Source: an optimization exercise on an open RTL-to-GDS flow (aim: small area, a short achievable clock period and few clock cycles). Production flows keep margins and buffers that such runs may drop.
At most, simulation tests tie the RTL to the original design; equivalence was not proved.
Power figures rest on the tool's default switching activity, not on a simulated workload.

== v12 ==
==> flow/design.v (excerpt) <==
module pvc_encoder (
    input  wire        clk,
    input  wire        rst,
    input  wire        in_valid,
    output reg         in_ready,
    input  wire [19:0] in_x,
    input  wire [19:0] in_last,
    input  wire [19:0] in_desc,
    input  wire        in_force,
    input  wire        in_eob,
    output reg         r_valid,
    output reg  [19:0] r_value,
    output reg         w_valid,
    input  wire        w_ready,
    output wire [19:0] w_data,
    output reg         w_last,
    output reg  [13:0] w_bits
);
Size: ~2400 cells after synthesis, about 230 flip-flops, about 120 I/O pins.
Settings: LEC_CHECK=0, ABC_AREA=1, CAP_MARGIN=20, CORE_MARGIN=2, CORE_UTILIZATION=40, SLEW_MARGIN=20; clock period 18.0 ns.
standard.sh (not shown) runs the stock make flow with config.mk's settings and CLKGATE_MAP_FILE= SYNTH_SCRIPT=/design/flow/synth_recipe.tcl, a recipe that flattens the netlist after the stock synthesis.
==> flow/flow/run.sh <==
#!/bin/bash
# ORFS layout through the standard.sh. The synthesis keeps the standard
# register inference and only maps the logic differently (settings in
# flow/synth_knobs.txt, one per line); setup repair then aims below the clock
# period (flow/knobs.txt). The SDC is unchanged.
set -euo pipefail
cd "$(dirname "$0")/.."
mapfile -t SKNOBS < flow/synth_knobs.txt
mapfile -t KNOBS < flow/knobs.txt
bash standard.sh "${SKNOBS[@]}" synth > synth.log 2>&1
bash standard.sh "${KNOBS[@]}" finish > layout.log 2>&1
==> flow/flow/knobs.txt <==
SETUP_SLACK_MARGIN=13.2
BUFFER_PORTS_ARGS=-buffer_cell sky130_fd_sc_hd__buf_2
CTS_ARGS=-sink_clustering_enable -repair_clock_nets -sink_clustering_size 20 -sink_clustering_max_diameter 80 -buf_list sky130_fd_sc_hd__clkbuf_16 -dont_use_dummy_load
==> flow/flow/synth_knobs.txt <==
ADDER_MAP_FILE=
SYNTH_OPERATIONS_ARGS=-noshare
Testbench counts of v12, summed over its fixed seeds: cycles 33,907.
[inputs] v32 vs v12
-- flow/design.v --
<<< v12, line 22
    reg        v0, f0, e0;
    reg [19:0] x0, l0, d0;
    reg        v1, e1;
    reg [20:0] g1;                        
>>> v32, line 22
    reg        v0, f0, e0;
    reg [19:0] x0, l0, d0;
    reg [6:0]  sxa0;                      
    reg [6:0]  sxb0;                      
    reg        v1, e1;
    reg [20:0] g1;                        
<<< v12, line 42
            f0 <= in_force;
            e0 <= in_eob;
        end
    end
>>> v32, line 44
            f0 <= in_force;
            e0 <= in_eob;
            sxa0 <= {1'b0, in_x[5:0]} + {1'b0, ~in_last[5:0]} + 7'd1;
            sxb0 <= {1'b0, in_x[11:6]} + {1'b0, ~in_last[11:6]};
        end
    end
<<< v12, line 64
    wire [19:0] inc  = xo + 20'd1;
    wire [19:0] vp   = up2 ? inc : (x0 & ~{8'd0, qmask});
    wire [12:0] sxm  = {1'b0, x0[11:0]} + {1'b0, ~l0[11:0]} + 13'd1;
    wire [11:0] sxl0 = sxm[11:0];
    wire        sxc0 = sxm[12];
    wire [8:0]  shi  = {sg & x0[19], x0[19:12]} + ~{sg & l0[19], l0[19:12]} + {8'd0, sxc0};
    wire [20:0] sx0  = {shi, sxl0};
>>> v32, line 68
    wire [19:0] inc  = xo + 20'd1;
    wire [19:0] vp   = up2 ? inc : (x0 & ~{8'd0, qmask});
    wire [6:0]  sxm  = sxb0 + {6'd0, sxa0[6]};
    wire [11:0] sxl0 = {sxm[5:0], sxa0[5:0]};
    wire        sxc0 = sxm[6];
    wire [8:0]  shi  = {sg & x0[19], x0[19:12]} + ~{sg & l0[19], l0[19:12]} + {8'd0, sxc0};
    wire [20:0] sx0  = {shi, sxl0};
==> notes.md <==
v32 completed every stage of the flow, and the final layout passed the timing, DRC and antenna checks.
Between v12 and v32, the shortest period the worst path allows does not differ in any meaningful way.
Side by side, part of the total power dissipated in the clock network turned out higher in v32 than in v12.
Between v32 and v12, the number of antenna diodes figures differ only marginally.
Inverter count in v32 is 2 below v12.
The run showing the greater post-synthesis instance total is v12.
From v12 to v32 the numbers moved as follows: post-synthesis mux area share shows no meaningful change, clock buffer instance count of the final layout shows an increase of 5.0%, fraction of met2 tracks used by global routing shows a reduction of 1.9 points.
Diff v12 -> v32 | total power | up by a few percent
Re cell area after layout: v12 and v32 aren't equal, and the lower value belongs to v12.
Global-route usage in v32 is 1.0 points below v12.
Summary of v32 over v12: combinational power went down about 3%, final cell count went down about 1%, multi-input combinational cell count went down 38.
For v32, only the layout was checked, not whether the RTL still works.

========
Another version of the RTL of pvc_encoder (not shown whole).
Size: ~120 I/O pins, ~0.019 mm² of cells after synthesis.
## pvc_encoder
module pvc_encoder (
    input  wire        clk,
    input  wire        rst,
    input  wire        in_valid,
    output reg         in_ready,
    input  wire [19:0] in_x,
    input  wire [19:0] in_last,
    input  wire [19:0] in_desc,
    input  wire        in_force,
    input  wire        in_eob,
    output reg         r_valid,
    output reg  [19:0] r_value,
    output reg         w_valid,
    input  wire        w_ready,
    output wire [19:0] w_data,
    output reg         w_last,
    output reg  [13:0] w_bits
);
    localparam integer T = 43;           
    localparam integer N = T + 24;       
    integer i;
    reg        v0, f0, e0;
    reg [19:0] x0, l0, d0;
    reg [6:0]  sxa0;                      
    reg [6:0]  sxb0;                      
    reg        v1, e1;
    reg [20:0] g1;                        
    reg [4:0]  s1;                        
    reg [4:0]  w1;                        
    reg        k1;                        
    reg [N-1:0] buffer;
    reg [6:0]   cnt;                      
    reg [2:0]   lastpos;                  
    reg         ok;                       
  ...
export LEC_CHECK = 0
export ABC_AREA = 1
export CAP_MARGIN = 20
export CORE_MARGIN = 2
export CORE_UTILIZATION = 40
export CTS_BUF_LIST = sky130_fd_sc_hd__clkbuf_8
export CTS_CLUSTER_SIZE = 30
export SLEW_MARGIN = 20
create_clock -name core_clock -period 18.0 [get_ports {clk}]
==> flow/flow/run.sh <==
#!/bin/bash
# Standard ORFS layout; setup repair aims below the clock period (the SDC is
# unchanged, only repair_timing's margin). Extra make settings, one per line,
# come from flow/knobs.txt.
set -euo pipefail
cd "$(dirname "$0")/.."
mapfile -t KNOBS < flow/knobs.txt
bash standard.sh synth > synth.log 2>&1
bash standard.sh "${KNOBS[@]}" finish > layout.log 2>&1
==> flow/flow/knobs.txt <==
SETUP_SLACK_MARGIN=12.5
BUFFER_PORTS_ARGS=-buffer_cell sky130_fd_sc_hd__buf_2
Testbench counts at the start, summed over its fixed seeds: cycles 33,907.
Edit:
--- a/flow/design.v
+++ b/flow/design.v
@@ -17,16 +17,16 @@
     output reg  [13:0] w_bits
 );
     localparam integer T = 43;           
     localparam integer N = T + 24;       
     integer i;
     reg        v0, f0, e0;
     reg [19:0] x0, l0, d0;
-    reg [6:0]  sxa0;                      
-    reg [6:0]  sxb0;                      
+    reg [11:0] sxl0;                      
+    reg        sxc0;                      
     reg        v1, e1;
     reg [20:0] g1;                        
     reg [4:0]  s1;                        
     reg [4:0]  w1;                        
     reg        k1;                        
     reg [N-1:0] buffer;
     reg [6:0]   cnt;                      
@@ -39,16 +39,15 @@
     always @(posedge clk) begin
         if (en0) begin
             x0 <= in_x;
             l0 <= in_last;
             d0 <= in_desc;
             f0 <= in_force;
             e0 <= in_eob;
-            sxa0 <= {1'b0, in_x[5:0]} + {1'b0, ~in_last[5:0]} + 7'd1;
-            sxb0 <= {1'b0, in_x[11:6]} + {1'b0, ~in_last[11:6]};
+            {sxc0, sxl0} <= {1'b0, in_x[11:0]} + {1'b0, ~in_last[11:0]} + 13'd1;
         end
     end
     wire [2:0]  mode  = d0[19:17];
     wire        sg    = d0[16];
     wire [3:0]  q     = d0[15:12];
     wire [11:0] dband = d0[11:0];
     wire m_ex = (mode == 3'd0);
@@ -72,17 +71,14 @@
     wire        lsb  = lsbv[q];
     wire        stk  = stkv[q];
     wire        up   = rb & (stk | lsb);
     wire        clampblk = all1v[q] & (sg ? ~x0[19] : x0[19]);
     wire        up2  = up & ~clampblk;
     wire [19:0] inc  = xo + 20'd1;
     wire [19:0] vp   = up2 ? inc : (x0 & ~{8'd0, qmask});
-    wire [6:0]  sxm  = sxb0 + {6'd0, sxa0[6]};
-    wire [11:0] sxl0 = {sxm[5:0], sxa0[5:0]};
-    wire        sxc0 = sxm[6];
     wire [8:0]  shi  = {sg & x0[19], x0[19:12]} + ~{sg & l0[19], l0[19:12]} + {8'd0, sxc0};
     wire [8:0]  ship = shi + 9'd1;
     wire [8:0]  shim = shi - 9'd1;
     wire [20:0] sx0  = {shi, sxl0};
     wire [11:0] xnl  = ~x0[11:0];
     wire [12:0] svul = {1'b0, sxl0} + {1'b0, qmask & xnl} + 13'd1;
     wire [12:0] svdl = {1'b0, sxl0} + {1'b0, xnl | ~qmask} + 13'd1;
@@ -149,38 +145,34 @@
         end
     end
     wire [6:0]    sh    = cnt + {2'd0, s1};
     wire [20:0]   g1g   = g1 & {21{ins & k1}};
     wire [4:0]    wk    = k1 ? w1 : 5'd1;
     wire [N+32:0] big   = {{N{1'b0}}, g1g, 12'd0} << sh;
     wire [N-1:0]  insv  = big[N+23:24];
+    wire          emit  = w_valid && w_ready;
     wire [N-1:0]  b1    = buffer | insv;
-    wire [N-1:0]  bsh   = w_valid ? {20'd0, b1[N-1:20]} : b1;
-    wire [N-1:0]  bnext = w_ready ? bsh : b1;
+    wire [N-1:0]  bnext = emit ? {20'd0, b1[N-1:20]} : b1;
     wire [6:0]    csum  = cnt + {2'd0, wk};
     wire [2:0]    cw    = (csum > 7'd60) ? 3'd4 : (csum > 7'd40) ? 3'd3 :
                           (csum > 7'd20) ? 3'd2 : 3'd1;
     wire [6:0]    cround = (csum > 7'd60) ? 7'd80 : (csum > 7'd40) ? 7'd60 :
                            (csum > 7'd20) ? 7'd40 : 7'd20;
     wire          eins  = ins && e1;
     wire [6:0]    c1    = ins ? (e1 ? cround : csum) : cnt;
     wire [2:0]    lp1   = eins ? cw : lastpos;
+    wire [6:0]    cnext = emit ? c1 - 7'd20 : c1;
+    wire [2:0]    lpnext = (emit && lp1 != 3'd0) ? lp1 - 3'd1 : lp1;
     wire          v1next = en1 ? v0 : v1;
     wire          e1next = en1 ? e0 : e1;
     wire [6:0]    c1e   = c1 - 7'd20;
     wire [2:0]    lp1e  = (lp1 != 3'd0) ? lp1 - 3'd1 : 3'd0;
     wire          ok_n  = (c1 <= T) && !(e1next && (lp1 != 3'd0));
     wire          ok_e  = (c1e <= T) && !(e1next && (lp1e != 3'd0));
-    wire [6:0]    cnext = w_ready ? (w_valid ? c1e : c1) : c1;
-    wire [2:0]    lpnext = w_ready ? (w_valid ? lp1e : lp1) : lp1;
-    wire          oknext = w_ready ? (w_valid ? ok_e : ok_n) : ok_n;
-    wire          wv_n  = (c1 >= 7'd20);
-    wire          wv_e  = w_valid ? (c1e >= 7'd20) : wv_n;
-    wire          wl_n  = (lp1 == 3'd1);
-    wire          wl_e  = w_valid ? (lp1e == 3'd1) : wl_n;
+    wire          oknext = emit ? ok_e : ok_n;
     wire          v0next = in_ready ? in_valid : v0;
     assign w_data = buffer[19:0];
     wire [13:0]   bsum  = bacc + {9'd0, wk};
     always @(posedge clk) begin
         if (eins)
             w_bits <= bsum;
     end
@@ -204,14 +196,14 @@
             ok       <= oknext;
             in_ready <= !v0next || !v1next || oknext;
             en0      <= !(v0next && v1next && !oknext);
             r_valid  <= v0 && en1;
             buffer   <= bnext;
             cnt      <= cnext;
             lastpos  <= lpnext;
-            w_valid  <= w_ready ? wv_e : wv_n;
-            w_last   <= w_ready ? wl_e : wl_n;
+            w_valid  <= emit ? (c1e >= 7'd20) : (c1 >= 7'd20);
+            w_last   <= emit ? (lp1e == 3'd1) : (lp1 == 3'd1);
             if (ins)
                 bacc <= e1 ? 14'd0 : bsum;
         end
     end
 endmodule
First-iteration DRC count increases by a few percent.
Via count stays flat.
Total power increases by a few percent.
Die area stays flat.
Area after synthesis barely changes.
Clock skew decreases by 6.4 ps.
Worst hold slack got worse by 6.7 ps.
Worst setup slack got worse by 38 ps.
Final area decreases slightly.
Core utilization decreases by 0.30 points.
Critical path depth increases by 5.
Sequential share of layout area hardly moves.
Cell count decreases slightly.
Non-clock buffer count decreases by 8.
Testbench counts after the change, summed over its fixed seeds: cycles 33,907.

-- port drivers added, routing unchanged --
In the flow no input, the clock included, has a driving cell. The finished layouts below were timed again as built, in two steps.
Step 1 sets driving cells, clkbuf_16 on the clock port and buf_2 on the other inputs (assumed; they add their load-dependent delay and slew).
Step 2 moves the port delays by t, midway between the first and last clock arrival at a register: inputs arrive t later, outputs are due t later. That takes back most of the time a late clock gives input paths.
Three values: no drivers, after step 1, after step 2; two values: the first two.
| run | shift t [ns] | setup WS [ns] | latest minus earliest clock arrival (ns) | worst data-port slew with drivers (ns) | cell pins on the clock port's net |
|---|---|---|---|---|---|
| v12 | 0.569 | 13.266 / 13.213 / 12.847 | 0.082 / 0.082 | 0.05 | 1 |
| v32 | 0.574 | 13.268 / 13.214 / 12.845 | 0.041 / 0.041 | 0.04 | 1 |
| the first run of note 2 | 0.679 | 12.750 / 12.785 / 12.106 | 0.053 / 0.052 | 0.04 | 1 |
| the second run of note 2 | 0.680 | 12.713 / 12.741 / 12.060 | 0.038 / 0.037 | 0.09 | 1 |
After both steps setup and hold are still met in every run listed. The setup slack of the second run of note 2, which loses most, moves by +0.028 ns with the drivers and by -0.653 ns with both steps.
